Context: an optimization exercise on an open-source flow, tuned for small area, a short achievable clock period and few clock cycles per item. The choices shown serve that exercise and are no tape-out recipe. Where RTL was checked, it was by simulation tests only, not by an equivalence proof against the original. The RTL of runs 2 and 3 was laid out without a check of its function.

## flow/design.v (module list and top-level ports; edited modules follow where they fit)
// module plate_compose: 106 lines
// module plate_fa: 10 lines
// module plate_xn: 7 lines
// module plate_or: 7 lines
// module plate_ha: 9 lines
// module plate_lmul: 1062 lines
// module plate_lmul_acc: 1048 lines
module plate_compose (
    input  wire        clk,
    input  wire        rst,           
    input  wire        in_valid,
    output wire        in_ready,
    input  wire        in_first,      
    input  wire        in_last,       
    input  wire [1:0]  in_mode,       
    input  wire [15:0] in_opac,       
    input  wire        in_has_alpha,  
    input  wire [15:0] in_alpha,      
    input  wire [15:0] in_s0,         
    input  wire [15:0] in_s1,         
    input  wire [15:0] in_s2,         
    output wire        out_valid,
    input  wire        out_ready,
    output wire [15:0] out_c0,
    output wire [15:0] out_c1,
    output wire [15:0] out_c2
);
  // ...
==> flow/flow/run.sh <==
#!/bin/bash
# The standard layout (standard.sh: the standard flow's own ORFS flow with its synthesis),
# with the port buffers placed as buf_2 cells instead of the default
# delay-buffer cells. Each tool's output goes to standard.log here.
set -euo pipefail
bash standard.sh "BUFFER_PORTS_ARGS=-buffer_cell sky130_fd_sc_hd__buf_2" finish > standard.log 2>&1
==> flow/standard.sh <==
#!/bin/bash
# synth_recipe.tcl (not shown) runs the flow's synth.tcl, then flattens the netlist and writes it again
# the make line also repeats each setting of config.mk as NAME=value (left out here)
make -C /OpenROAD-flow-scripts/flow DESIGN_CONFIG=/design/flow/config.mk WORK_HOME=/design/flow/orfs CLKGATE_MAP_FILE= SYNTH_SCRIPT=/design/flow/synth_recipe.tcl "${@:-finish}"
==> flow/config.mk <==
export PLATFORM = sky130hd
export DESIGN_NAME = plate_compose
export DESIGN_NICKNAME = plate_compose
export VERILOG_FILES = /design/flow/design.v
export SDC_FILE = /design/flow/constraint.sdc
export NUM_CORES = 4
export LEC_CHECK = 0
export CAP_MARGIN = 20
export CORE_MARGIN = 2
export CORE_UTILIZATION = 60
export CTS_CLUSTER_DIAMETER = 80
export CTS_CLUSTER_SIZE = 25
export PLACE_DENSITY = 0.72
export SLEW_MARGIN = 20
export SYNTH_HIERARCHICAL = 1
export SYNTH_MINIMUM_KEEP_SIZE = 0
==> flow/constraint.sdc <==
create_clock -name core_clock -period 40.0 [get_ports {clk}]
set_input_delay 8.0000 -clock core_clock [delete_from_list [all_inputs] [get_ports {clk}]]
set_output_delay 8.0000 -clock core_clock [all_outputs]
set_load 0.01 [all_outputs]
==> flow_metrics.env, run 1 <==
export IMPL_status="complete, no violations"
export IMPL_synth_top_cell_area_share_pct=46.6
export IMPL_nFlopsAndLatches=353
export IMPL_worstHoldStart="s1_last"
export IMPL_dp_hpwl_um=143000
export IMPL_ys_ff_latch=353
export IMPL_final_clk_cell_share_pct=1.75
export IMPL_grt_usage_pct=33.3
export IMPL_bufAreaShareNonClock_pct=1.47
export IMPL_design_area_um2=71500
export IMPL_reg2reg_to="s2_k[46]"
export IMPL_fp_coreArea_um2=115000
export IMPL_grt_use_met2_pct=53.9
export IMPL_multi_input_area_share_pct=78.7
export IMPL_synthTopCellsByArea="fa_1, edfxtp_1, nand2_1, ha_1, xnor2_1"
export IMPL_synth_common_cells="nand2_1, fa_1, clkbuf_1, ha_1, edfxtp_1"
export IMPL_synth_largest_area_cell="fa_1"
export IMPL_synth_fa_ha_area_share_pct=53.2
export IMPL_critPathLaunchType="register"
export IMPL_placed_cell_area_um2=70200
export IMPL_synth_most_common_cell="nand2_1"
export IMPL_layout_common_cells="nand2_1, fa_1, ha_1"
export IMPL_fmax_mhz=108
export IMPL_area_delta_synth_final_pct=3.10
export IMPL_overflow=0
export IMPL_synth_edf_count=347
export IMPL_io_pin_count=139
export IMPL_dieHeight_um=344
export IMPL_arrival_ps=1240
export IMPL_portBuffers=138
export IMPL_ctsHoldBuffers=0
export IMPL_n_antenna_cell=2
export IMPL_crit_chain="buf_2"
export IMPL_slew_viol_final=0
export IMPL_antenna_found_initial=0
export IMPL_viasPerCell=6.41
export IMPL_worst_r2r_cell_count=20
export IMPL_n_all_inverters=122
Testbench counts, summed over its fixed seeds: cycles 9,606, pixels 2,400.
==> run 2: changes to the inputs <==
--- a/flow/design.v
+++ b/flow/design.v
@@ -109,30 +109,16 @@
     input  wire b,
     input  wire c,
     output wire s,
     output wire co
 );
     assign s  = a ^ b ^ c;
     assign co = (a & b) | (a & c) | (b & c);
 endmodule
-module plate_xn (
-    input  wire a,
-    input  wire b,
-    output wire y
-);
-    assign y = ~(a ^ b);
-endmodule
-module plate_or (
-    input  wire a,
-    input  wire b,
-    output wire y
-);
-    assign y = a | b;
-endmodule
 module plate_ha (
     input  wire a,
     input  wire b,
     output wire s,
     output wire co
 );
     assign s  = a ^ b;
     assign co = a & b;
@@ -522,66 +508,59 @@
     plate_fa f59 (.a(pn_3_5), .b(pn_4_4), .c(pn_5_3), .s(w121), .co(w122));
     wire w123, w124;
     plate_fa f60 (.a(pn_6_2), .b(pn_7_1), .c(pn_8_0), .s(w123), .co(w124));
     wire w125, w126;
     plate_fa f61 (.a(pn_3_6), .b(pn_4_5), .c(pn_5_4), .s(w125), .co(w126));
     wire w127, w128;
     plate_fa f62 (.a(pn_6_3), .b(pn_7_2), .c(pn_8_1), .s(w127), .co(w128));
     wire w129, w130;
-    plate_xn hx1 (.a(pn_9_0), .b(w25), .y(w129));
-    plate_or ho1 (.a(pn_9_0), .b(w25), .y(w130));
+    plate_fa h1 (.a(pn_9_0), .b(w25), .c(1'b1), .s(w129), .co(w130));
     wire w131, w132;
     plate_fa f63 (.a(pn_6_4), .b(pn_7_3), .c(pn_8_2), .s(w131), .co(w132));
     wire w133, w134;
     plate_fa f64 (.a(pn_9_1), .b(pn_10_0), .c(w26), .s(w133), .co(w134));
     wire w135, w136;
-    plate_xn hx2 (.a(w27), .b(w29), .y(w135));
-    plate_or ho2 (.a(w27), .b(w29), .y(w136));
+    plate_fa h2 (.a(w27), .b(w29), .c(1'b1), .s(w135), .co(w136));
     wire w137, w138;
     plate_fa f65 (.a(pn_9_2), .b(pn_10_1), .c(pn_11_0), .s(w137), .co(w138));
     wire w139, w140;
     plate_fa f66 (.a(w28), .b(w30), .c(w31), .s(w139), .co(w140));
     wire w141, w142;
-    plate_xn hx3 (.a(w33), .b(w35), .y(w141));
-    plate_or ho3 (.a(w33), .b(w35), .y(w142));
+    plate_fa h3 (.a(w33), .b(w35), .c(1'b1), .s(w141), .co(w142));
     wire w143, w144;
     plate_fa f67 (.a(pn_12_0), .b(w32), .c(w34), .s(w143), .co(w144));
     wire w145, w146;
     plate_fa f68 (.a(w36), .b(w37), .c(w39), .s(w145), .co(w146));
     wire w147, w148;
-    plate_xn hx4 (.a(w41), .b(w43), .y(w147));
-    plate_or ho4 (.a(w41), .b(w43), .y(w148));
+    plate_fa h4 (.a(w41), .b(w43), .c(1'b1), .s(w147), .co(w148));
     wire w149, w150;
     plate_fa f69 (.a(w38), .b(w40), .c(w42), .s(w149), .co(w150));
     wire w151, w152;
     plate_fa f70 (.a(w44), .b(w45), .c(w47), .s(w151), .co(w152));
     wire w153, w154;
-    plate_xn hx5 (.a(w49), .b(w51), .y(w153));
-    plate_or ho5 (.a(w49), .b(w51), .y(w154));
+    plate_fa h5 (.a(w49), .b(w51), .c(1'b1), .s(w153), .co(w154));
     wire w155, w156;
     plate_fa f71 (.a(w46), .b(w48), .c(w50), .s(w155), .co(w156));
     wire w157, w158;
     plate_fa f72 (.a(w53), .b(w55), .c(w57), .s(w157), .co(w158));
     wire w159, w160;
-    plate_xn hx6 (.a(w52), .b(w59), .y(w159));
-    plate_or ho6 (.a(w52), .b(w59), .y(w160));
+    plate_fa h6 (.a(w52), .b(w59), .c(1'b1), .s(w159), .co(w160));
     wire w161, w162;
     plate_fa f73 (.a(w54), .b(w56), .c(w58), .s(w161), .co(w162));
     wire w163, w164;
     plate_fa f74 (.a(w11), .b(w61), .c(w63), .s(w163), .co(w164));
     wire w165, w166;
     plate_fa f75 (.a(w60), .b(w65), .c(w67), .s(w165), .co(w166));
     wire w167, w168;
     plate_fa f76 (.a(w62), .b(w64), .c(w69), .s(w167), .co(w168));
     wire w169, w170;
     plate_fa f77 (.a(w71), .b(w66), .c(w68), .s(w169), .co(w170));
     wire w171, w172;
-    plate_xn hx7 (.a(w73), .b(w75), .y(w171));
-    plate_or ho7 (.a(w73), .b(w75), .y(w172));
+    plate_fa h7 (.a(w73), .b(w75), .c(1'b1), .s(w171), .co(w172));
     wire w173, w174;
     plate_fa f78 (.a(w70), .b(w72), .c(w21), .s(w173), .co(w174));
     wire w175, w176;
     plate_fa f79 (.a(w77), .b(w79), .c(w74), .s(w175), .co(w176));
     wire w177, w178;
     plate_fa f80 (.a(w76), .b(w81), .c(w83), .s(w177), .co(w178));
     wire w179, w180;
     plate_fa f81 (.a(w78), .b(w80), .c(w23), .s(w179), .co(w180));
@@ -629,28 +608,25 @@
     plate_fa f102 (.a(pn_0_4), .b(pn_1_3), .c(pn_2_2), .s(w221), .co(w222));
     wire w223, w224;
     plate_fa f103 (.a(pn_0_5), .b(pn_1_4), .c(pn_2_3), .s(w223), .co(w224));
     wire w225, w226;
     plate_fa f104 (.a(pn_3_2), .b(pn_4_1), .c(pn_5_0), .s(w225), .co(w226));
     wire w227, w228;
     plate_fa f105 (.a(pn_3_3), .b(pn_4_2), .c(pn_5_1), .s(w227), .co(w228));
     wire w229, w230;
-    plate_xn hx8 (.a(pn_6_0), .b(w113), .y(w229));
-    plate_or ho8 (.a(pn_6_0), .b(w113), .y(w230));
+    plate_fa h8 (.a(pn_6_0), .b(w113), .c(1'b1), .s(w229), .co(w230));
     wire w231, w232;
     plate_fa f106 (.a(pn_6_1), .b(pn_7_0), .c(w114), .s(w231), .co(w232));
     wire w233, w234;
-    plate_xn hx9 (.a(w115), .b(w117), .y(w233));
-    plate_or ho9 (.a(w115), .b(w117), .y(w234));
+    plate_fa h9 (.a(w115), .b(w117), .c(1'b1), .s(w233), .co(w234));
     wire w235, w236;
     plate_fa f107 (.a(w116), .b(w118), .c(w119), .s(w235), .co(w236));
     wire w237, w238;
-    plate_xn hx10 (.a(w121), .b(w123), .y(w237));
-    plate_or ho10 (.a(w121), .b(w123), .y(w238));
+    plate_fa h10 (.a(w121), .b(w123), .c(1'b1), .s(w237), .co(w238));
     wire w239, w240;
     plate_fa f108 (.a(w120), .b(w122), .c(w124), .s(w239), .co(w240));
     wire w241, w242;
     plate_fa f109 (.a(w125), .b(w127), .c(w129), .s(w241), .co(w242));
     wire w243, w244;
     plate_fa f110 (.a(w126), .b(w128), .c(w131), .s(w243), .co(w244));
     wire w245, w246;
     plate_fa f111 (.a(w130), .b(w135), .c(w133), .s(w245), .co(w246));
@@ -770,24 +746,21 @@
     plate_fa f168 (.a(w304), .b(w307), .c(w306), .s(w359), .co(w360));
     wire w361, w362;
     plate_fa f169 (.a(pn_15_12), .b(w308), .c(w311), .s(w361), .co(w362));
     wire w363, w364;
     plate_fa f170 (.a(pn_13_15), .b(pn_14_14), .c(pn_15_13), .s(w363), .co(w364));
     wire w365, w366;
     plate_fa f171 (.a(pn_0_2), .b(pn_1_1), .c(pn_2_0), .s(w365), .co(w366));
     wire w367, w368;
-    plate_xn hx11 (.a(pn_3_0), .b(w313), .y(w367));
-    plate_or ho11 (.a(pn_3_0), .b(w313), .y(w368));
+    plate_fa h11 (.a(pn_3_0), .b(w313), .c(1'b1), .s(w367), .co(w368));
     wire w369, w370;
-    plate_xn hx12 (.a(w314), .b(w315), .y(w369));
-    plate_or ho12 (.a(w314), .b(w315), .y(w370));
+    plate_fa h12 (.a(w314), .b(w315), .c(1'b1), .s(w369), .co(w370));
     wire w371, w372;
-    plate_xn hx13 (.a(w316), .b(w317), .y(w371));
-    plate_or ho13 (.a(w316), .b(w317), .y(w372));
+    plate_fa h13 (.a(w316), .b(w317), .c(1'b1), .s(w371), .co(w372));
     wire w373, w374;
     plate_fa f172 (.a(w229), .b(w318), .c(w319), .s(w373), .co(w374));
     wire w375, w376;
     plate_fa f173 (.a(w231), .b(w320), .c(w321), .s(w375), .co(w376));
     wire w377, w378;
     plate_fa f174 (.a(w235), .b(w322), .c(w323), .s(w377), .co(w378));
     wire w379, w380;
     plate_fa f175 (.a(w324), .b(w241), .c(w325), .s(w379), .co(w380));
@@ -857,21 +830,19 @@
     plate_fa f207 (.a(w417), .b(w416), .c(w384), .s(w443), .co(w444));
     wire w445, w446;
     plate_fa f208 (.a(w419), .b(w418), .c(w386), .s(w445), .co(w446));
     wire w447, w448;
     plate_fa f209 (.a(pn_15_15), .b(w420), .c(w388), .s(w447), .co(w448));
     wire w449, w450;
     plate_fa f210 (.a(pn_0_0), .b(w392), .c(w393), .s(w449), .co(w450));
     wire w451, w452;
-    plate_xn hx14 (.a(w395), .b(w421), .y(w451));
-    plate_or ho14 (.a(w395), .b(w421), .y(w452));
+    plate_fa h14 (.a(w395), .b(w421), .c(1'b1), .s(w451), .co(w452));
     wire w453, w454;
-    plate_xn hx15 (.a(w422), .b(w423), .y(w453));
-    plate_or ho15 (.a(w422), .b(w423), .y(w454));
+    plate_fa h15 (.a(w422), .b(w423), .c(1'b1), .s(w453), .co(w454));
     wire w455, w456;
     plate_fa f211 (.a(w399), .b(w424), .c(w425), .s(w455), .co(w456));
     wire w457, w458;
     plate_fa f212 (.a(w401), .b(w426), .c(w427), .s(w457), .co(w458));
     wire w459, w460;
     plate_fa f213 (.a(w403), .b(w428), .c(w429), .s(w459), .co(w460));
     wire w461, w462;
     plate_fa f214 (.a(w404), .b(w431), .c(w430), .s(w461), .co(w462));
@@ -889,83 +860,65 @@
     plate_fa f220 (.a(w385), .b(w442), .c(w443), .s(w473), .co(w474));
     wire w475, w476;
     plate_fa f221 (.a(w387), .b(w444), .c(w445), .s(w475), .co(w476));
     wire w477, w478;
     plate_fa f222 (.a(w389), .b(w446), .c(w447), .s(w477), .co(w478));
     wire w479, w480;
     plate_fa f223 (.a(w390), .b(w391), .c(w448), .s(w479), .co(w480));
     wire w481, w482;
-    plate_xn hx16 (.a(w392), .b(w393), .y(w481));
-    plate_or ho16 (.a(w392), .b(w393), .y(w482));
+    plate_fa h16 (.a(w392), .b(w393), .c(1'b1), .s(w481), .co(w482));
     wire w483, w484;
-    plate_xn hx17 (.a(w394), .b(w395), .y(w483));
-    plate_or ho17 (.a(w394), .b(w395), .y(w484));
+    plate_fa h17 (.a(w394), .b(w395), .c(1'b1), .s(w483), .co(w484));
     wire w485, w486;
-    plate_xn hx18 (.a(w396), .b(w397), .y(w485));
-    plate_or ho18 (.a(w396), .b(w397), .y(w486));
+    plate_fa h18 (.a(w396), .b(w397), .c(1'b1), .s(w485), .co(w486));
     wire w487, w488;
-    plate_xn hx19 (.a(w398), .b(w399), .y(w487));
-    plate_or ho19 (.a(w398), .b(w399), .y(w488));
+    plate_fa h19 (.a(w398), .b(w399), .c(1'b1), .s(w487), .co(w488));
     wire w489, w490;
-    plate_xn hx20 (.a(w400), .b(w401), .y(w489));
-    plate_or ho20 (.a(w400), .b(w401), .y(w490));
+    plate_fa h20 (.a(w400), .b(w401), .c(1'b1), .s(w489), .co(w490));
     wire w491, w492;
-    plate_xn hx21 (.a(w402), .b(w403), .y(w491));
-    plate_or ho21 (.a(w402), .b(w403), .y(w492));
+    plate_fa h21 (.a(w402), .b(w403), .c(1'b1), .s(w491), .co(w492));
     wire w493, w494;
-    plate_xn hx22 (.a(w405), .b(w404), .y(w493));
-    plate_or ho22 (.a(w405), .b(w404), .y(w494));
+    plate_fa h22 (.a(w405), .b(w404), .c(1'b1), .s(w493), .co(w494));
     wire w495, w496;
-    plate_xn hx23 (.a(w406), .b(w407), .y(w495));
-    plate_or ho23 (.a(w406), .b(w407), .y(w496));
+    plate_fa h23 (.a(w406), .b(w407), .c(1'b1), .s(w495), .co(w496));
     wire w497, w498;
-    plate_xn hx24 (.a(w408), .b(w409), .y(w497));
-    plate_or ho24 (.a(w408), .b(w409), .y(w498));
+    plate_fa h24 (.a(w408), .b(w409), .c(1'b1), .s(w497), .co(w498));
     wire w499, w500;
-    plate_xn hx25 (.a(w410), .b(w411), .y(w499));
-    plate_or ho25 (.a(w410), .b(w411), .y(w500));
+    plate_fa h25 (.a(w410), .b(w411), .c(1'b1), .s(w499), .co(w500));
     wire w501, w502;
-    plate_xn hx26 (.a(w413), .b(w412), .y(w501));
-    plate_or ho26 (.a(w413), .b(w412), .y(w502));
+    plate_fa h26 (.a(w413), .b(w412), .c(1'b1), .s(w501), .co(w502));
     wire w503, w504;
-    plate_xn hx27 (.a(w414), .b(w415), .y(w503));
-    plate_or ho27 (.a(w414), .b(w415), .y(w504));
+    plate_fa h27 (.a(w414), .b(w415), .c(1'b1), .s(w503), .co(w504));
     wire w505, w506;
-    plate_xn hx28 (.a(w417), .b(w416), .y(w505));
-    plate_or ho28 (.a(w417), .b(w416), .y(w506));
+    plate_fa h28 (.a(w417), .b(w416), .c(1'b1), .s(w505), .co(w506));
     wire w507, w508;
-    plate_xn hx29 (.a(w419), .b(w418), .y(w507));
-    plate_or ho29 (.a(w419), .b(w418), .y(w508));
+    plate_fa h29 (.a(w419), .b(w418), .c(1'b1), .s(w507), .co(w508));
     wire w509, w510;
-    plate_xn hx30 (.a(pn_15_15), .b(w420), .y(w509));
-    plate_or ho30 (.a(pn_15_15), .b(w420), .y(w510));
+    plate_fa h30 (.a(pn_15_15), .b(w420), .c(1'b1), .s(w509), .co(w510));
     wire [49:0] ra = {1'b1, 1'b1, w510, w508, w506, w504, w502, w500, w498, w496, w494, w492, w490, w488, w486, w484, w482, w480, w478, w476, w474, w472, w470, w468, w466, w464, w462, w460, w458, w456, w454, w452, w450, w449, w390, w388, w386, w384, w382, w380, w378, w376, w374, w372, w370, w368, w366, w365, pn_0_1, pn_0_0};
     wire [49:0] rb = {1'b1, 1'b1, 1'b1, w509, w507, w505, w503, w501, w499, w497, w495, w493, w491, w489, w487, w485, w483, w481, w479, w477, w475, w473, w471, w469, w467, w465, w463, w461, w459, w457, w455, w453, w451, 1'b1, w391, w389, w387, w385, w383, w381, w379, w377, w375, w373, w371, w369, w367, 1'b1, pn_1_0, 1'b1};
     wire [49:0] kk, pp;
-    assign kk[0] = ra[0];
-    assign pp[0] = ~ra[0];
+    plate_ha hb0 (.a(ra[0]), .b(rb[0]), .s(pp[0]), .co(kk[0]));
     plate_ha hb1 (.a(ra[1]), .b(rb[1]), .s(pp[1]), .co(kk[1]));
-    assign kk[2] = ra[2];
-    assign pp[2] = ~ra[2];
+    plate_ha hb2 (.a(ra[2]), .b(rb[2]), .s(pp[2]), .co(kk[2]));
     plate_ha hb3 (.a(ra[3]), .b(rb[3]), .s(pp[3]), .co(kk[3]));
     plate_ha hb4 (.a(ra[4]), .b(rb[4]), .s(pp[4]), .co(kk[4]));
     plate_ha hb5 (.a(ra[5]), .b(rb[5]), .s(pp[5]), .co(kk[5]));
     plate_ha hb6 (.a(ra[6]), .b(rb[6]), .s(pp[6]), .co(kk[6]));
     plate_ha hb7 (.a(ra[7]), .b(rb[7]), .s(pp[7]), .co(kk[7]));
     plate_ha hb8 (.a(ra[8]), .b(rb[8]), .s(pp[8]), .co(kk[8]));
     plate_ha hb9 (.a(ra[9]), .b(rb[9]), .s(pp[9]), .co(kk[9]));
     plate_ha hb10 (.a(ra[10]), .b(rb[10]), .s(pp[10]), .co(kk[10]));
     plate_ha hb11 (.a(ra[11]), .b(rb[11]), .s(pp[11]), .co(kk[11]));
     plate_ha hb12 (.a(ra[12]), .b(rb[12]), .s(pp[12]), .co(kk[12]));
     plate_ha hb13 (.a(ra[13]), .b(rb[13]), .s(pp[13]), .co(kk[13]));
     plate_ha hb14 (.a(ra[14]), .b(rb[14]), .s(pp[14]), .co(kk[14]));
     plate_ha hb15 (.a(ra[15]), .b(rb[15]), .s(pp[15]), .co(kk[15]));
-    assign kk[16] = ra[16];
-    assign pp[16] = ~ra[16];
+    plate_ha hb16 (.a(ra[16]), .b(rb[16]), .s(pp[16]), .co(kk[16]));
     plate_ha hb17 (.a(ra[17]), .b(rb[17]), .s(pp[17]), .co(kk[17]));
     plate_ha hb18 (.a(ra[18]), .b(rb[18]), .s(pp[18]), .co(kk[18]));
     plate_ha hb19 (.a(ra[19]), .b(rb[19]), .s(pp[19]), .co(kk[19]));
     plate_ha hb20 (.a(ra[20]), .b(rb[20]), .s(pp[20]), .co(kk[20]));
     plate_ha hb21 (.a(ra[21]), .b(rb[21]), .s(pp[21]), .co(kk[21]));
     plate_ha hb22 (.a(ra[22]), .b(rb[22]), .s(pp[22]), .co(kk[22]));
     plate_ha hb23 (.a(ra[23]), .b(rb[23]), .s(pp[23]), .co(kk[23]));
     plate_ha hb24 (.a(ra[24]), .b(rb[24]), .s(pp[24]), .co(kk[24]));
@@ -986,22 +939,19 @@
     plate_ha hb39 (.a(ra[39]), .b(rb[39]), .s(pp[39]), .co(kk[39]));
     plate_ha hb40 (.a(ra[40]), .b(rb[40]), .s(pp[40]), .co(kk[40]));
     plate_ha hb41 (.a(ra[41]), .b(rb[41]), .s(pp[41]), .co(kk[41]));
     plate_ha hb42 (.a(ra[42]), .b(rb[42]), .s(pp[42]), .co(kk[42]));
     plate_ha hb43 (.a(ra[43]), .b(rb[43]), .s(pp[43]), .co(kk[43]));
     plate_ha hb44 (.a(ra[44]), .b(rb[44]), .s(pp[44]), .co(kk[44]));
     plate_ha hb45 (.a(ra[45]), .b(rb[45]), .s(pp[45]), .co(kk[45]));
     plate_ha hb46 (.a(ra[46]), .b(rb[46]), .s(pp[46]), .co(kk[46]));
-    assign kk[47] = ra[47];
-    assign pp[47] = ~ra[47];
-    assign kk[48] = 1'b1;
-    assign pp[48] = 1'b0;
-    assign kk[49] = 1'b1;
-    assign pp[49] = 1'b0;
+    plate_ha hb47 (.a(ra[47]), .b(rb[47]), .s(pp[47]), .co(kk[47]));
+    plate_ha hb48 (.a(ra[48]), .b(rb[48]), .s(pp[48]), .co(kk[48]));
+    plate_ha hb49 (.a(ra[49]), .b(rb[49]), .s(pp[49]), .co(kk[49]));
     wire [49:0] gg = ~(kk | pp);
     wire bg1 = gg[1] | (pp[1] & gg[0]);
     wire bp1 = pp[1] & pp[0];
     wire bg2 = gg[3] | (pp[3] & gg[2]);
     wire bp2 = pp[3] & pp[2];
     wire bg3 = gg[5] | (pp[5] & gg[4]);
     wire bp3 = pp[5] & pp[4];
     wire bg4 = gg[7] | (pp[7] & gg[6]);
@@ -1585,66 +1535,59 @@
     plate_fa f59 (.a(pn_3_5), .b(pn_4_4), .c(pn_5_3), .s(w121), .co(w122));
     wire w123, w124;
     plate_fa f60 (.a(pn_6_2), .b(pn_7_1), .c(pn_8_0), .s(w123), .co(w124));
     wire w125, w126;
     plate_fa f61 (.a(pn_3_6), .b(pn_4_5), .c(pn_5_4), .s(w125), .co(w126));
     wire w127, w128;
     plate_fa f62 (.a(pn_6_3), .b(pn_7_2), .c(pn_8_1), .s(w127), .co(w128));
     wire w129, w130;
-    plate_xn hx1 (.a(pn_9_0), .b(w25), .y(w129));
-    plate_or ho1 (.a(pn_9_0), .b(w25), .y(w130));
+    plate_fa h1 (.a(pn_9_0), .b(w25), .c(1'b1), .s(w129), .co(w130));
     wire w131, w132;
     plate_fa f63 (.a(pn_6_4), .b(pn_7_3), .c(pn_8_2), .s(w131), .co(w132));
     wire w133, w134;
     plate_fa f64 (.a(pn_9_1), .b(pn_10_0), .c(w26), .s(w133), .co(w134));
     wire w135, w136;
-    plate_xn hx2 (.a(w27), .b(w29), .y(w135));
-    plate_or ho2 (.a(w27), .b(w29), .y(w136));
+    plate_fa h2 (.a(w27), .b(w29), .c(1'b1), .s(w135), .co(w136));
     wire w137, w138;
     plate_fa f65 (.a(pn_9_2), .b(pn_10_1), .c(pn_11_0), .s(w137), .co(w138));
     wire w139, w140;
     plate_fa f66 (.a(w28), .b(w30), .c(w31), .s(w139), .co(w140));
     wire w141, w142;
-    plate_xn hx3 (.a(w33), .b(w35), .y(w141));
-    plate_or ho3 (.a(w33), .b(w35), .y(w142));
+    plate_fa h3 (.a(w33), .b(w35), .c(1'b1), .s(w141), .co(w142));
     wire w143, w144;
     plate_fa f67 (.a(pn_12_0), .b(w32), .c(w34), .s(w143), .co(w144));
     wire w145, w146;
     plate_fa f68 (.a(w36), .b(w37), .c(w39), .s(w145), .co(w146));
     wire w147, w148;
-    plate_xn hx4 (.a(w41), .b(w43), .y(w147));
-    plate_or ho4 (.a(w41), .b(w43), .y(w148));
+    plate_fa h4 (.a(w41), .b(w43), .c(1'b1), .s(w147), .co(w148));
     wire w149, w150;
     plate_fa f69 (.a(w38), .b(w40), .c(w42), .s(w149), .co(w150));
     wire w151, w152;
     plate_fa f70 (.a(w44), .b(w45), .c(w47), .s(w151), .co(w152));
     wire w153, w154;
-    plate_xn hx5 (.a(w49), .b(w51), .y(w153));
-    plate_or ho5 (.a(w49), .b(w51), .y(w154));
+    plate_fa h5 (.a(w49), .b(w51), .c(1'b1), .s(w153), .co(w154));
     wire w155, w156;
     plate_fa f71 (.a(w46), .b(w48), .c(w50), .s(w155), .co(w156));
     wire w157, w158;
     plate_fa f72 (.a(w53), .b(w55), .c(w57), .s(w157), .co(w158));
     wire w159, w160;
-    plate_xn hx6 (.a(w52), .b(w59), .y(w159));
-    plate_or ho6 (.a(w52), .b(w59), .y(w160));
+    plate_fa h6 (.a(w52), .b(w59), .c(1'b1), .s(w159), .co(w160));
     wire w161, w162;
     plate_fa f73 (.a(w54), .b(w56), .c(w58), .s(w161), .co(w162));
     wire w163, w164;
     plate_fa f74 (.a(w11), .b(w61), .c(w63), .s(w163), .co(w164));
     wire w165, w166;
     plate_fa f75 (.a(w60), .b(w65), .c(w67), .s(w165), .co(w166));
     wire w167, w168;
     plate_fa f76 (.a(w62), .b(w64), .c(w69), .s(w167), .co(w168));
     wire w169, w170;
     plate_fa f77 (.a(w71), .b(w66), .c(w68), .s(w169), .co(w170));
     wire w171, w172;
-    plate_xn hx7 (.a(w73), .b(w75), .y(w171));
-    plate_or ho7 (.a(w73), .b(w75), .y(w172));
+    plate_fa h7 (.a(w73), .b(w75), .c(1'b1), .s(w171), .co(w172));
     wire w173, w174;
     plate_fa f78 (.a(w70), .b(w72), .c(w21), .s(w173), .co(w174));
     wire w175, w176;
     plate_fa f79 (.a(w77), .b(w79), .c(w74), .s(w175), .co(w176));
     wire w177, w178;
     plate_fa f80 (.a(w76), .b(w81), .c(w83), .s(w177), .co(w178));
     wire w179, w180;
     plate_fa f81 (.a(w78), .b(w80), .c(w23), .s(w179), .co(w180));
@@ -1692,28 +1635,25 @@
     plate_fa f102 (.a(pn_0_4), .b(pn_1_3), .c(pn_2_2), .s(w221), .co(w222));
     wire w223, w224;
     plate_fa f103 (.a(pn_0_5), .b(pn_1_4), .c(pn_2_3), .s(w223), .co(w224));
     wire w225, w226;
     plate_fa f104 (.a(pn_3_2), .b(pn_4_1), .c(pn_5_0), .s(w225), .co(w226));
     wire w227, w228;
     plate_fa f105 (.a(pn_3_3), .b(pn_4_2), .c(pn_5_1), .s(w227), .co(w228));
     wire w229, w230;
-    plate_xn hx8 (.a(pn_6_0), .b(w113), .y(w229));
-    plate_or ho8 (.a(pn_6_0), .b(w113), .y(w230));
+    plate_fa h8 (.a(pn_6_0), .b(w113), .c(1'b1), .s(w229), .co(w230));
     wire w231, w232;
     plate_fa f106 (.a(pn_6_1), .b(pn_7_0), .c(w114), .s(w231), .co(w232));
     wire w233, w234;
-    plate_xn hx9 (.a(w115), .b(w117), .y(w233));
-    plate_or ho9 (.a(w115), .b(w117), .y(w234));
+    plate_fa h9 (.a(w115), .b(w117), .c(1'b1), .s(w233), .co(w234));
     wire w235, w236;
     plate_fa f107 (.a(w116), .b(w118), .c(w119), .s(w235), .co(w236));
     wire w237, w238;
-    plate_xn hx10 (.a(w121), .b(w123), .y(w237));
-    plate_or ho10 (.a(w121), .b(w123), .y(w238));
+    plate_fa h10 (.a(w121), .b(w123), .c(1'b1), .s(w237), .co(w238));
     wire w239, w240;
     plate_fa f108 (.a(w120), .b(w122), .c(w124), .s(w239), .co(w240));
     wire w241, w242;
     plate_fa f109 (.a(w125), .b(w127), .c(w129), .s(w241), .co(w242));
     wire w243, w244;
     plate_fa f110 (.a(w126), .b(w128), .c(w131), .s(w243), .co(w244));
     wire w245, w246;
     plate_fa f111 (.a(w130), .b(w135), .c(w133), .s(w245), .co(w246));
@@ -1833,24 +1773,21 @@
     plate_fa f168 (.a(w304), .b(w307), .c(w306), .s(w359), .co(w360));
     wire w361, w362;
     plate_fa f169 (.a(pn_15_12), .b(w308), .c(w311), .s(w361), .co(w362));
     wire w363, w364;
     plate_fa f170 (.a(pn_13_15), .b(pn_14_14), .c(pn_15_13), .s(w363), .co(w364));
     wire w365, w366;
     plate_fa f171 (.a(pn_0_2), .b(pn_1_1), .c(pn_2_0), .s(w365), .co(w366));
     wire w367, w368;
-    plate_xn hx11 (.a(pn_3_0), .b(w313), .y(w367));
-    plate_or ho11 (.a(pn_3_0), .b(w313), .y(w368));
+    plate_fa h11 (.a(pn_3_0), .b(w313), .c(1'b1), .s(w367), .co(w368));
     wire w369, w370;
-    plate_xn hx12 (.a(w314), .b(w315), .y(w369));
-    plate_or ho12 (.a(w314), .b(w315), .y(w370));
+    plate_fa h12 (.a(w314), .b(w315), .c(1'b1), .s(w369), .co(w370));
     wire w371, w372;
-    plate_xn hx13 (.a(w316), .b(w317), .y(w371));
-    plate_or ho13 (.a(w316), .b(w317), .y(w372));
+    plate_fa h13 (.a(w316), .b(w317), .c(1'b1), .s(w371), .co(w372));
     wire w373, w374;
     plate_fa f172 (.a(w229), .b(w318), .c(w319), .s(w373), .co(w374));
     wire w375, w376;
     plate_fa f173 (.a(w231), .b(w320), .c(w321), .s(w375), .co(w376));
     wire w377, w378;
     plate_fa f174 (.a(w235), .b(w322), .c(w323), .s(w377), .co(w378));
     wire w379, w380;
     plate_fa f175 (.a(w324), .b(w241), .c(w325), .s(w379), .co(w380));
@@ -1920,21 +1857,19 @@
     plate_fa f207 (.a(w417), .b(w416), .c(w384), .s(w443), .co(w444));
     wire w445, w446;
     plate_fa f208 (.a(w419), .b(w418), .c(w386), .s(w445), .co(w446));
     wire w447, w448;
     plate_fa f209 (.a(pn_15_15), .b(w420), .c(w388), .s(w447), .co(w448));
     wire w449, w450;
     plate_fa f210 (.a(pn_0_0), .b(w392), .c(w393), .s(w449), .co(w450));
     wire w451, w452;
-    plate_xn hx14 (.a(w395), .b(w421), .y(w451));
-    plate_or ho14 (.a(w395), .b(w421), .y(w452));
+    plate_fa h14 (.a(w395), .b(w421), .c(1'b1), .s(w451), .co(w452));
     wire w453, w454;
-    plate_xn hx15 (.a(w422), .b(w423), .y(w453));
-    plate_or ho15 (.a(w422), .b(w423), .y(w454));
+    plate_fa h15 (.a(w422), .b(w423), .c(1'b1), .s(w453), .co(w454));
     wire w455, w456;
     plate_fa f211 (.a(w399), .b(w424), .c(w425), .s(w455), .co(w456));
     wire w457, w458;
     plate_fa f212 (.a(w401), .b(w426), .c(w427), .s(w457), .co(w458));
     wire w459, w460;
     plate_fa f213 (.a(w403), .b(w428), .c(w429), .s(w459), .co(w460));
     wire w461, w462;
     plate_fa f214 (.a(w404), .b(w431), .c(w430), .s(w461), .co(w462));
@@ -1984,36 +1919,33 @@
     plate_fa f236 (.a(bn[12]), .b(w417), .c(w416), .s(w505), .co(w506));
     wire w507, w508;
     plate_fa f237 (.a(bn[13]), .b(w419), .c(w418), .s(w507), .co(w508));
     wire w509, w510;
     plate_fa f238 (.a(bn[14]), .b(pn_15_15), .c(w420), .s(w509), .co(w510));
     wire [49:0] ra = {1'b1, 1'b1, bn[15], w508, w506, w504, w502, w500, w498, w496, w494, w492, w490, w488, w486, w484, w482, w480, w478, w476, w474, w472, w470, w468, w466, w464, w462, w460, w458, w456, w454, w452, w450, w449, w390, w388, w386, w384, w382, w380, w378, w376, w374, w372, w370, w368, w366, w365, pn_0_1, pn_0_0};
     wire [49:0] rb = {1'b1, 1'b1, w510, w509, w507, w505, w503, w501, w499, w497, w495, w493, w491, w489, w487, w485, w483, w481, w479, w477, w475, w473, w471, w469, w467, w465, w463, w461, w459, w457, w455, w453, w451, 1'b1, w391, w389, w387, w385, w383, w381, w379, w377, w375, w373, w371, w369, w367, 1'b1, pn_1_0, 1'b1};
     wire [49:0] kk, pp;
-    assign kk[0] = ra[0];
-    assign pp[0] = ~ra[0];
+    plate_ha hb0 (.a(ra[0]), .b(rb[0]), .s(pp[0]), .co(kk[0]));
     plate_ha hb1 (.a(ra[1]), .b(rb[1]), .s(pp[1]), .co(kk[1]));
-    assign kk[2] = ra[2];
-    assign pp[2] = ~ra[2];
+    plate_ha hb2 (.a(ra[2]), .b(rb[2]), .s(pp[2]), .co(kk[2]));
     plate_ha hb3 (.a(ra[3]), .b(rb[3]), .s(pp[3]), .co(kk[3]));
     plate_ha hb4 (.a(ra[4]), .b(rb[4]), .s(pp[4]), .co(kk[4]));
     plate_ha hb5 (.a(ra[5]), .b(rb[5]), .s(pp[5]), .co(kk[5]));
     plate_ha hb6 (.a(ra[6]), .b(rb[6]), .s(pp[6]), .co(kk[6]));
     plate_ha hb7 (.a(ra[7]), .b(rb[7]), .s(pp[7]), .co(kk[7]));
     plate_ha hb8 (.a(ra[8]), .b(rb[8]), .s(pp[8]), .co(kk[8]));
     plate_ha hb9 (.a(ra[9]), .b(rb[9]), .s(pp[9]), .co(kk[9]));
     plate_ha hb10 (.a(ra[10]), .b(rb[10]), .s(pp[10]), .co(kk[10]));
     plate_ha hb11 (.a(ra[11]), .b(rb[11]), .s(pp[11]), .co(kk[11]));
     plate_ha hb12 (.a(ra[12]), .b(rb[12]), .s(pp[12]), .co(kk[12]));
     plate_ha hb13 (.a(ra[13]), .b(rb[13]), .s(pp[13]), .co(kk[13]));
     plate_ha hb14 (.a(ra[14]), .b(rb[14]), .s(pp[14]), .co(kk[14]));
     plate_ha hb15 (.a(ra[15]), .b(rb[15]), .s(pp[15]), .co(kk[15]));
-    assign kk[16] = ra[16];
-    assign pp[16] = ~ra[16];
+    plate_ha hb16 (.a(ra[16]), .b(rb[16]), .s(pp[16]), .co(kk[16]));
     plate_ha hb17 (.a(ra[17]), .b(rb[17]), .s(pp[17]), .co(kk[17]));
     plate_ha hb18 (.a(ra[18]), .b(rb[18]), .s(pp[18]), .co(kk[18]));
     plate_ha hb19 (.a(ra[19]), .b(rb[19]), .s(pp[19]), .co(kk[19]));
     plate_ha hb20 (.a(ra[20]), .b(rb[20]), .s(pp[20]), .co(kk[20]));
     plate_ha hb21 (.a(ra[21]), .b(rb[21]), .s(pp[21]), .co(kk[21]));
     plate_ha hb22 (.a(ra[22]), .b(rb[22]), .s(pp[22]), .co(kk[22]));
     plate_ha hb23 (.a(ra[23]), .b(rb[23]), .s(pp[23]), .co(kk[23]));
     plate_ha hb24 (.a(ra[24]), .b(rb[24]), .s(pp[24]), .co(kk[24]));
@@ -2035,20 +1967,18 @@
     plate_ha hb40 (.a(ra[40]), .b(rb[40]), .s(pp[40]), .co(kk[40]));
     plate_ha hb41 (.a(ra[41]), .b(rb[41]), .s(pp[41]), .co(kk[41]));
     plate_ha hb42 (.a(ra[42]), .b(rb[42]), .s(pp[42]), .co(kk[42]));
     plate_ha hb43 (.a(ra[43]), .b(rb[43]), .s(pp[43]), .co(kk[43]));
     plate_ha hb44 (.a(ra[44]), .b(rb[44]), .s(pp[44]), .co(kk[44]));
     plate_ha hb45 (.a(ra[45]), .b(rb[45]), .s(pp[45]), .co(kk[45]));
     plate_ha hb46 (.a(ra[46]), .b(rb[46]), .s(pp[46]), .co(kk[46]));
     plate_ha hb47 (.a(ra[47]), .b(rb[47]), .s(pp[47]), .co(kk[47]));
-    assign kk[48] = 1'b1;
-    assign pp[48] = 1'b0;
-    assign kk[49] = 1'b1;
-    assign pp[49] = 1'b0;
+    plate_ha hb48 (.a(ra[48]), .b(rb[48]), .s(pp[48]), .co(kk[48]));
+    plate_ha hb49 (.a(ra[49]), .b(rb[49]), .s(pp[49]), .co(kk[49]));
     wire [49:0] gg = ~(kk | pp);
     wire bg1 = gg[1] | (pp[1] & gg[0]);
     wire bp1 = pp[1] & pp[0];
     wire bg2 = gg[3] | (pp[3] & gg[2]);
     wire bp2 = pp[3] & pp[2];
     wire bg3 = gg[5] | (pp[5] & gg[4]);
     wire bp3 = pp[5] & pp[4];
     wire bg4 = gg[7] | (pp[7] & gg[6]);
==> flow/run.sh (new file) <==
#!/bin/bash
# synth_recipe.tcl (not shown) runs the flow's synth.tcl, then flattens the netlist and writes it again
# the make line also repeats each setting of config.mk as NAME=value (left out here)
make -C /OpenROAD-flow-scripts/flow DESIGN_CONFIG=/design/flow/config.mk WORK_HOME=/design/flow/orfs CLKGATE_MAP_FILE= SYNTH_SCRIPT=/design/flow/synth_recipe.tcl finish
==> flow/config.mk (replaced) <==
export PLATFORM = sky130hd
export DESIGN_NAME = plate_compose
export DESIGN_NICKNAME = plate_compose
export VERILOG_FILES = /design/flow/design.v
export SDC_FILE = /design/flow/constraint.sdc
export NUM_CORES = 4
export LEC_CHECK = 0
export CAP_MARGIN = 20
export CORE_MARGIN = 2
export CORE_UTILIZATION = 40
export PLACE_DENSITY = 0.6
export SLEW_MARGIN = 20
export SYNTH_HIERARCHICAL = 1
export SYNTH_MINIMUM_KEEP_SIZE = 0
removed: flow/flow/run.sh
removed: flow/standard.sh
==> run 2 against run 1 <==
Net effect:
- cell count is 12% higher
- synthesized area increased by 1.7%
- via count decreased by 0.84%
- design area up 5.9%
- sequential cell count did not move
- wire length grew 7.3%
==> flow_metrics.env, run 2 <==
export IMPL_status="complete, no violations"
export IMPL_synth_most_common_cell="nand2_1"
export IMPL_fmax_mhz=103
export IMPL_cts_tree="yes"
export IMPL_synth_common_cells="nand2_1, fa_1, clkbuf_1, ha_1, edfxtp_1"
export IMPL_cts_sinks=353
export IMPL_layout_common_cells="nand2_1, fa_1, ha_1"
export IMPL_routabilityCongestion=0.921
export IMPL_design_area_um2=75700
export IMPL_finalCritPeriodShare_pct=24.3
export IMPL_io_pin_count=139
export IMPL_synthTopCellsByArea="fa_1, edfxtp_1, nand2_1, ha_1, clkbuf_1"
export IMPL_grt_max_degree=88
export IMPL_crit_chain="clkdlybuf4s50_1"
export IMPL_final_common_cell="nand2_1"
export IMPL_nFillCells=16500
export IMPL_finalSetupViolCount=0
export IMPL_clockBufferDepth=3
export IMPL_grt_usage_pct=23.4
export IMPL_finalNonFillerCells=8767
export IMPL_drt_wl_total_um=206000
export IMPL_grt_pass1_wl_um=323000
export IMPL_placed_cell_area_um2=74100
export IMPL_num_rows=154
export IMPL_fin_nets=8650
export IMPL_fp_coreArea_um2=176000
export IMPL_dp_cells=8678
export IMPL_synth_top_cell_area_share_pct=50.4
export IMPL_die_area_um2=180000
export IMPL_cp_end_kind="output port"
export IMPL_insertion_delay_ps=710
export IMPL_setup_tns_ps=0
export IMPL_period_needed_ps=9710
export IMPL_wl_per_cell_um=23.5
export IMPL_path_clk_slew_ps=80
export IMPL_drc=0
export IMPL_cp_num_buf_inv=1
export IMPL_synth_distinct_cells=91
export IMPL_slew_viol_final=0
export IMPL_holdWs_ps=474
export IMPL_syn_avg_cell_area_um2=10.9
export IMPL_syn_inst=6459
export IMPL_cts_root_buf="clkbuf_16"
export IMPL_ctsResizeCount=0
export IMPL_synth_edf_count=347
export IMPL_dp_hpwl_um=156000
export IMPL_cpMaxStageDelayCell="clkdlybuf4s50_1"
export IMPL_viasPerCell=5.65
export IMPL_dieHeight_um=424
export IMPL_path_max_fanout=1
export IMPL_worstMarginPinSlew_ps=1070
export IMPL_required_ps=32000
export IMPL_cp_top_family="buffers and inverters"
export IMPL_initialDrtViolationCount=4367
export IMPL_slowest_delay_ps=570
export IMPL_cap_viol_max_count=0
export IMPL_timing_slew_headroom_pct=28.4
export IMPL_grt_pass1_vias=54300
export IMPL_hold_violations=0
export IMPL_hold_path_class="reg2reg"
export IMPL_async_flop_share_pct=0
export IMPL_clock_skew_ps=55.3
export IMPL_worstSetupPathType="reg2out"
export IMPL_dr_pass1_iters=6
export IMPL_h_tree_depth=2
export IMPL_vias=49500
export IMPL_ctsHoldBuffers=0
export IMPL_synth_largest_area_cell="fa_1"
export IMPL_overflow=0
export IMPL_cts_buffers=48
export IMPL_synth_ff_type="edfxtp_1"
export IMPL_ys_seq_area_share_pct=14.9
export IMPL_drive_gt1_share_pct=4.53
export IMPL_arrival_ps=1710
export IMPL_rsz0062_at_grt="no"
export IMPL_die_w_um=424
export IMPL_final_util_pct=43.1
export IMPL_critPathLaunchType="register"
export IMPL_antenna_found_initial=3
export IMPL_synth_warnings=7
export IMPL_ys_ff_latch=353
export IMPL_post_cts_buffers=0
export IMPL_synth_area_um2=70600
export IMPL_area_delta_synth_final_pct=7.34
export IMPL_drtAntennaViolNets=0
export IMPL_start_util_pct=40.2
export IMPL_portBuffers=138
-- run 2: cell types whose count changed in the layout (fill, tap and decap cells not counted), moves of 28 or more --
cell	before	now
buf_2	138	0
xnor2_1	267	101
clkdlybuf4s50_1	0	138
or2_1	165	6
ha_1	366	394
fa_1	1613	1778
conb_1	0	196
-- run 2: path summary, 6_finish.rpt --
kind	from	end	slack [ps]	cells past startpoint
setup reg to reg	v[24]	o[30]	31420	21
setup / recovery	o[42]	out_c2[10]	30290	1
hold / removal	s1_last	s2_last	470	0
hold reg to reg	s1_last	s2_last	470	0
-- run 2: final cells by class --
class	count	area (µm²)	share of cell area [%]
multi-input combinational	5654	58300	76.9
antenna	1	2.50	0.00330
sequential	353	10500	13.9
clock buffer	57	1240	1.64
timing repair buffer	208	1910	2.52
tap	2340	2930	3.87
clock inverter	30	377	0.497
inverter	124	473	0.624
-- run 2: metrics by stage --
step	setup slack, ps
detailed placement	30270
floorplan	29490
finish	30290
global route	30270
global placement	30270
CTS	30220
-- run 2: worst reg2reg max path, stage by stage, from the launching register on --
cell      delay [ps]
edfxtp_1        1030
nand2_1          190
fa_1             560
fa_1             440
fa_1             500
fa_1             440
fa_1             410
fa_1             510
fa_1             430
fa_1             470
ha_1             300
nand4_1          120
or3_1            380
o32ai_1          180
nor3_2           130
a21oi_4          240
o21a_4           240
nor4b_1           80
a211oi_1         240
or3_1            620
nor2_1            90
a221oi_1         670
-- run 2: cells by family after synthesis --
logic type	count (synthesis)	share of synthesized area [%]
other	7	0.0372
XOR/XNOR	153	1.90
adder cells (fa/ha/maj)	2172	57.4
buffers and inverters	641	3.56
AO/OA/AOI/OAI	649	6.85
multiplexers	52	0.819
AND/OR/NAND/NOR	2432	14.5
flip-flops	353	14.9
-- run 2: metal layers --
layer  share of wire [%]  global-route usage [%]  vias up  routed length [µm]
met5               0.019                       0        -                  40
li1                    -                       -    20800                   -
met2                  47                    37.3     2288               96200
met1                  42                    32.3    26200               85900
met4                 3.4                    7.73        4                6960
met3                 8.3                    4.27      335               17100
-- run 2: per-module statistics from Yosys, one instance, submodules excluded --
module	area [µm²]	cells inside	times used	flops+latches
plate_fa	20.0	1	1778	0
plate_lmul_acc	2260	483	3	0
plate_ha	12.5	1	346	0
plate_lmul	2130	458	4	0
plate_compose	15300	1054	1	353
==> module plate_compose, before the edit <==
module plate_compose (
    input  wire        clk,
    input  wire        rst,           
    input  wire        in_valid,
    output wire        in_ready,
    input  wire        in_first,      
    input  wire        in_last,       
    input  wire [1:0]  in_mode,       
    input  wire [15:0] in_opac,       
    input  wire        in_has_alpha,  
    input  wire [15:0] in_alpha,      
    input  wire [15:0] in_s0,         
    input  wire [15:0] in_s1,         
    input  wire [15:0] in_s2,         
    output wire        out_valid,
    input  wire        out_ready,
    output wire [15:0] out_c0,
    output wire [15:0] out_c1,
    output wire [15:0] out_c2
);
    localparam [1:0] M_OVER = 2'd0, M_ADD = 2'd1, M_MAX = 2'd2, M_MUL = 2'd3;
    reg        rdy;                    
    reg        park;                   
    reg        o_v;                    
    reg [47:0] o;                      
    reg        r0_v, r0_first, r0_last, r0_ha;
    reg [1:0]  r0_mode;
    reg [15:0] r0_opac, r0_alpha;
    reg [47:0] r0_s;
    reg        s1_v, s1_first, s1_last;
    reg [1:0]  s1_mode;
    reg [15:0] s1_al;
    reg [47:0] s1_s;
    reg        s2_v, s2_last, s2_first;
    reg        s2_max;
    reg [47:0] s2_k;                   
    reg [47:0] s2_bn;                  
    reg [47:0] v;
    wire acc  = in_valid & rdy;
    wire hold = park;
    wire [15:0] al_m;
    plate_lmul u_al (.a(r0_alpha), .b(r0_opac), .r(al_m));
    wire [15:0] al_n = r0_first ? 16'hFFFF : (r0_ha ? al_m : r0_opac);
    wire [47:0] pre_n;
    plate_lmul u_p0 (.a(s1_s[15:0]),  .b(s1_al), .r(pre_n[15:0]));
    plate_lmul u_p1 (.a(s1_s[31:16]), .b(s1_al), .r(pre_n[31:16]));
    plate_lmul u_p2 (.a(s1_s[47:32]), .b(s1_al), .r(pre_n[47:32]));
    wire        s1_mul = (s1_mode == M_MUL) & ~s1_first;
    wire [15:0] k_com  = s1_first ? 16'h0000 :
                         (s1_mode == M_OVER) ? ~s1_al : 16'hFFFF;
    wire [47:0] k_n    = s1_mul ? ~pre_n : {3{k_com}};
    wire [47:0] bn_n   = s1_mul ? 48'hFFFF_FFFF_FFFF : ~pre_n;
    wire [47:0] res;
    genvar c;
    generate for (c = 0; c < 3; c = c + 1) begin : ch
        wire [15:0] u   = v[16*c +: 16];
        wire [15:0] k   = s2_k[16*c +: 16];
        wire [15:0] bn  = s2_bn[16*c +: 16];
        wire [15:0] pre = ~bn;
        wire [16:0] sum;
        plate_lmul_acc u_acc (.a(u), .b(k), .bn(bn), .r(sum));
        wire [15:0] bl  = sum[16] ? 16'hFFFF : sum[15:0];
        assign res[16*c +: 16] = s2_max ? ((u > pre) ? u : pre) : bl;
    end endgenerate
    wire fin    = s2_v & s2_last & ~hold;      
    wire o_free = ~o_v | out_ready;
    assign in_ready  = rdy;
    assign out_valid = o_v;
    assign out_c0 = o[15:0];
    assign out_c1 = o[31:16];
    assign out_c2 = o[47:32];
    always @(posedge clk) begin
        if (!hold) begin
            r0_first <= in_first;  r0_last <= in_last;  r0_mode <= in_mode;
            r0_ha <= in_has_alpha;  r0_opac <= in_opac;  r0_alpha <= in_alpha;
            r0_s <= {in_s2, in_s1, in_s0};
            s1_first <= r0_first;  s1_last <= r0_last;  s1_mode <= r0_mode;
            s1_al <= al_n;
            s1_s  <= (r0_mode == M_MUL && !r0_first) ? ~r0_s : r0_s;
            s2_first <= s1_first;  s2_last <= s1_last;
            s2_max  <= ~s1_first & (s1_mode == M_MAX);
            s2_k    <= k_n;
            s2_bn   <= bn_n;
            if (s2_v) v <= res;
        end
        if (hold ? out_ready : (fin & o_free))
            o <= hold ? v : res;
        if (rst) begin
            rdy <= 1'b1;  park <= 1'b0;  o_v <= 1'b0;
            r0_v <= 1'b0;  s1_v <= 1'b0;  s2_v <= 1'b0;
        end else begin
            if (!hold) begin
                r0_v <= acc;  s1_v <= r0_v;  s2_v <= s1_v;
            end
            if (hold) begin
                park <= ~out_ready;
                rdy  <= out_ready;
            end else begin
                park <= fin & ~o_free;
                rdy  <= ~(fin & ~o_free);
                if (fin) o_v <= 1'b1;
                else if (out_ready) o_v <= 1'b0;
            end
        end
    end
endmodule
==> run 3: changes to the inputs <==
--- a/flow/design.v
+++ b/flow/design.v
@@ -32,31 +32,28 @@
     reg [15:0] s1_al;
     reg [47:0] s1_s;
     reg        s2_v, s2_last, s2_first;
-    reg        s2_max;
-    reg [47:0] s2_k;                   
-    reg [47:0] s2_bn;                  
+    reg        s2_max, s2_mul;
+    reg [15:0] s2_k;                   
+    reg [47:0] s2_pre;
     reg [47:0] v;
     wire acc  = in_valid & rdy;
     wire hold = park;
     wire [15:0] al_m;
     plate_lmul u_al (.a(r0_alpha), .b(r0_opac), .r(al_m));
     wire [15:0] al_n = r0_first ? 16'hFFFF : (r0_ha ? al_m : r0_opac);
+    wire        inv_s = (s1_mode == M_MUL) & ~s1_first;
+    wire [47:0] s_x   = inv_s ? ~s1_s : s1_s;
     wire [47:0] pre_n;
-    plate_lmul u_p0 (.a(s1_s[15:0]),  .b(s1_al), .r(pre_n[15:0]));
-    plate_lmul u_p1 (.a(s1_s[31:16]), .b(s1_al), .r(pre_n[31:16]));
-    plate_lmul u_p2 (.a(s1_s[47:32]), .b(s1_al), .r(pre_n[47:32]));
-    wire        s1_mul = (s1_mode == M_MUL) & ~s1_first;
-    wire [15:0] k_com  = s1_first ? 16'h0000 :
-                         (s1_mode == M_OVER) ? ~s1_al : 16'hFFFF;
-    wire [47:0] k_n    = s1_mul ? ~pre_n : {3{k_com}};
-    wire [47:0] bn_n   = s1_mul ? 48'hFFFF_FFFF_FFFF : ~pre_n;
+    plate_lmul u_p0 (.a(s_x[15:0]),  .b(s1_al), .r(pre_n[15:0]));
+    plate_lmul u_p1 (.a(s_x[31:16]), .b(s1_al), .r(pre_n[31:16]));
+    plate_lmul u_p2 (.a(s_x[47:32]), .b(s1_al), .r(pre_n[47:32]));
     wire [47:0] res;
     genvar c;
     generate for (c = 0; c < 3; c = c + 1) begin : ch
         wire [15:0] u   = v[16*c +: 16];
-        wire [15:0] k   = s2_k[16*c +: 16];
-        wire [15:0] bn  = s2_bn[16*c +: 16];
-        wire [15:0] pre = ~bn;
+        wire [15:0] pre = s2_pre[16*c +: 16];
+        wire [15:0] k   = s2_mul ? ~pre : s2_k;
+        wire [15:0] bn  = s2_mul ? 16'hFFFF : ~pre;
         wire [16:0] sum;
         plate_lmul_acc u_acc (.a(u), .b(k), .bn(bn), .r(sum));
         wire [15:0] bl  = sum[16] ? 16'hFFFF : sum[15:0];
@@ -75,12 +72,13 @@
             r0_ha <= in_has_alpha;  r0_opac <= in_opac;  r0_alpha <= in_alpha;
             r0_s <= {in_s2, in_s1, in_s0};
             s1_first <= r0_first;  s1_last <= r0_last;  s1_mode <= r0_mode;
-            s1_al <= al_n;
-            s1_s  <= (r0_mode == M_MUL && !r0_first) ? ~r0_s : r0_s;
+            s1_al <= al_n;  s1_s <= r0_s;
             s2_first <= s1_first;  s2_last <= s1_last;
             s2_max  <= ~s1_first & (s1_mode == M_MAX);
-            s2_k    <= k_n;
-            s2_bn   <= bn_n;
+            s2_mul  <= ~s1_first & (s1_mode == M_MUL);
+            s2_k    <= s1_first ? 16'h0000 :
+                       (s1_mode == M_OVER) ? ~s1_al : 16'hFFFF;
+            s2_pre  <= pre_n;
             if (s2_v) v <= res;
         end
         if (hold ? out_ready : (fin & o_free))
==> run 3 against run 2 <==
Net effect:
- cell count is 0.74% higher
- critical endpoint is now v[20]
- design area shrank 0.59%
- wire length up 1.3%
- utilization increased by 0.31 points
- still clean on timing, DRC and antenna
- global-route usage grew 0.41 points
- worst setup slack worse by 260 ps
- count of clock-buffer cells in the layout fell by 9
- register-to-register slack worse by 1400 ps
==> flow_metrics.env, run 3 <==
export IMPL_syn_avg_cell_area_um2=10.8
export IMPL_final_common_cell="nand2_1"
export IMPL_wl_per_cell_um=23.7
export IMPL_cap_viol_max_count=0
export IMPL_synth_distinct_cells=84
export IMPL_synth_ff_type="edfxtp_1"
export IMPL_grt_use_met2_pct=38.0
export IMPL_grt_pass1_vias=55200
export IMPL_cts_tree="yes"
export IMPL_synth_top_cell_area_share_pct=51.1
export IMPL_rsz0062_at_grt="no"
export IMPL_muxShareOfSynthArea_pct=1.14
export IMPL_grt_max_degree=90
export IMPL_num_rows=153
export IMPL_synth_edf_count=316
export IMPL_die_w_um=421
export IMPL_synth_area_um2=69600
export IMPL_critPathLaunchType="register"
export IMPL_cp_end_kind="register"
export IMPL_setup_slack_ps=30030
export IMPL_synth_common_cells="nand2_1, fa_1, clkbuf_1, ha_1, edfxtp_1"
export IMPL_path_max_fanout=67
export IMPL_dr_pass1_iters=8
export IMPL_ys_ff_latch=322
export IMPL_grt_pass1_wl_um=326000
export IMPL_period_needed_ps=9970
export IMPL_cpMaxStageDelayCell="edfxtp_1"
export IMPL_vias=50000
export IMPL_synth_fa_ha_area_share_pct=58.2
export IMPL_top_usage_layer="met2"
export IMPL_dieHeight_um=421
export IMPL_start_util_pct=40.1
export IMPL_cts_buffers=43
export IMPL_placed_cell_area_um2=73800
export IMPL_initialDrtViolationCount=4281
export IMPL_portBuffers=138
export IMPL_async_flop_share_pct=0
export IMPL_area_delta_synth_final_pct=8.17
export IMPL_clockBufferDepth=3
export IMPL_design_area_um2=75300
export IMPL_drtAntennaViolNets=0
export IMPL_ctsResizeCount=0
export IMPL_dp_hpwl_um=159000
export IMPL_cpMostUsedCell="fa_1"
export IMPL_setup_tns_ps=0
export IMPL_slowest_delay_ps=1010
export IMPL_slew_viol_final=0
export IMPL_required_ps=40350
export IMPL_synthSimpleGateAreaFrac_pct=15.0
export IMPL_insertion_delay_ps=640
export IMPL_synth_compound_area_share_pct=6.26
export IMPL_path_clk_slew_ps=80
export IMPL_synth_warnings=7
export IMPL_ys_seq_area_share_pct=13.8
export IMPL_clock_skew_ps=37.7
export IMPL_hold_path_class="reg2reg"
export IMPL_worstSetupPathType="reg2reg"
export IMPL_finalNonFillerCells=8832
export IMPL_synth_most_common_cell="nand2_1"
export IMPL_post_cts_buffers=0
export IMPL_synthTopCellsByArea="fa_1, edfxtp_1, nand2_1, ha_1, clkbuf_1"
export IMPL_nFillCells=16500
export IMPL_drt_wl_total_um=209000
export IMPL_h_tree_depth=2
export IMPL_ctsHoldBuffers=0
export IMPL_fp_coreArea_um2=173000
export IMPL_grt_usage_pct=23.8
export IMPL_status="complete, no violations"
export IMPL_viasPerCell=5.66
export IMPL_met1_usage_pct=32.1
export IMPL_die_area_um2=177000
export IMPL_cts_sinks=322
export IMPL_io_pin_count=139
export IMPL_antenna_found_initial=2
export IMPL_fin_nets=8732
export IMPL_hold_violations=0
export IMPL_finalSetupViolCount=0
export IMPL_arrival_ps=10320
export IMPL_drc=0
export IMPL_cts_root_buf="clkbuf_16"
export IMPL_overflow=0
export IMPL_layout_common_cells="nand2_1, fa_1, ha_1"
export IMPL_worstMarginPinSlew_ps=1200
export IMPL_drive_gt1_share_pct=5.32
export IMPL_dp_cells=8750
export IMPL_gr_usage_met3_pct=4.43
export IMPL_fmax_mhz=100
export IMPL_synth_top_family_by_area="adder cells"
export IMPL_synthXorXnorAreaFrac_pct=1.93
export IMPL_syn_inst=6464
export IMPL_timing_slew_headroom_pct=19.7
export IMPL_routabilityCongestion=0.910
export IMPL_finalCritPeriodShare_pct=24.9
export IMPL_synth_largest_area_cell="fa_1"
export IMPL_preCtsSetupSlack_ps=30170
==> run 3: cell types whose count changed after synthesis, sizes merged, moves of 15 or more <==
cell	change
a21o	-18
o221ai	-15
edfxtp	-31
o21a	-15
o221a	+32
mux2i	+46
a221o	+15
or3	+34
a32oi	-15
a221oi	-16
nor2	+15
mux2	-22
o32ai	-15
==> run 3: path summary, 6_finish.rpt <==
| path | slack, ps | cells after the start | endpoint | startpoint |
|---|---|---|---|---|
| worst max-delay path | 30030 | 25 | v[20] | s2_mul |
| worst min-delay path | 400 | 0 | s1_s[4] | r0_s[4] |
| worst max register to register | 30030 | 25 | v[20] | s2_mul |
| worst min register to register | 400 | 0 | s1_s[4] | r0_s[4] |
==> run 3: critical path, delay by kind of cell, from the launching register on <==
kind / cells / cell delay, ps
buffers and inverters: 3 / 1030
DFF: 1 / 1010
AOI/OAI and AO/OA: 8 / 1900
and+or+nand+nor: 5 / 1340
adders and majority gates: 9 / 4300
==> run 3: cell type report <==
class	instances	area, µm²	share of cell area [%]
antenna	1	2.50	0.00332
clock buffer	48	1090	1.45
clock inverter	32	337	0.447
inverter	138	526	0.698
multi-input combinational	5679	58300	77.4
sequential	322	9610	12.8
tap	2325	2910	3.86
timing repair buffer	287	2510	3.34
==> run 3: per-layer routing <==
metal	part of all wire (%)	wire length (µm)
met1	40	84400
met2	46	96500
met3	8.8	18400
met4	4.6	9610
met5	0	0
==> run 3: modules after synthesis, one instance, submodules excluded <==
module | times used | cells | cell area [µm²]
plate_compose | 1 | 1059 | 14400
plate_fa | 1778 | 1 | 20.0
plate_lmul | 4 | 458 | 2130
plate_ha | 346 | 1 | 12.5
plate_lmul_acc | 3 | 483 | 2260
==> run 3: stage by stage <==
step / util [%] / hold WS (ps)
final: 43.4 / 401
after global routing: 43.4 / 417
after CTS: 43.4 / 405
after detailed placement: 42.6 / 405
after global placement: 42.6 / 401
after floorplan: - / 400
==> run 3: cell families after synthesis <==
kind of cell,after synthesis
flops,322
xor+xnor,153
compound gates,595
other cells,7
simple gates,2487
mux,76
fa+ha+maj,2172
buf+inv,652

[afterwards: timing with drivers on the ports]
The results above use ideal ports. As a check the final layouts listed here were re-extracted and re-timed, cells and wires unchanged. Step 1: set_driving_cell puts a clkbuf_16 on clk and a buf_2 on each other input, an assumption about the parent block. Step 2, shift: input delay + t, output delay - t, t = (earliest + latest rising clock arrival at the registers) / 2. This alone moves slack from input paths to output paths. a / b / c = ideal / step 1 / step 2; a / b = the first two.
| run | t (ns) | setup WS [ns] | clock arrival spread, ns | pins driven straight from the clock port |
|---|---|---|---|---|
| run 1 | 0.734 | 30.759 / 30.683 / 30.379 | 0.062 / 0.062 | 1 |
| run 2 | 0.756 | 30.291 / 30.216 / 30.270 | 0.059 / 0.059 | 1 |
| run 3 | 0.692 | 30.030 / 30.030 / 30.030 | 0.040 / 0.040 | 1 |
After both steps setup and hold are still met in every run listed. For run 1, which loses most, drivers alone change the setup slack by -0.076 ns; drivers and shift together by -0.380 ns.
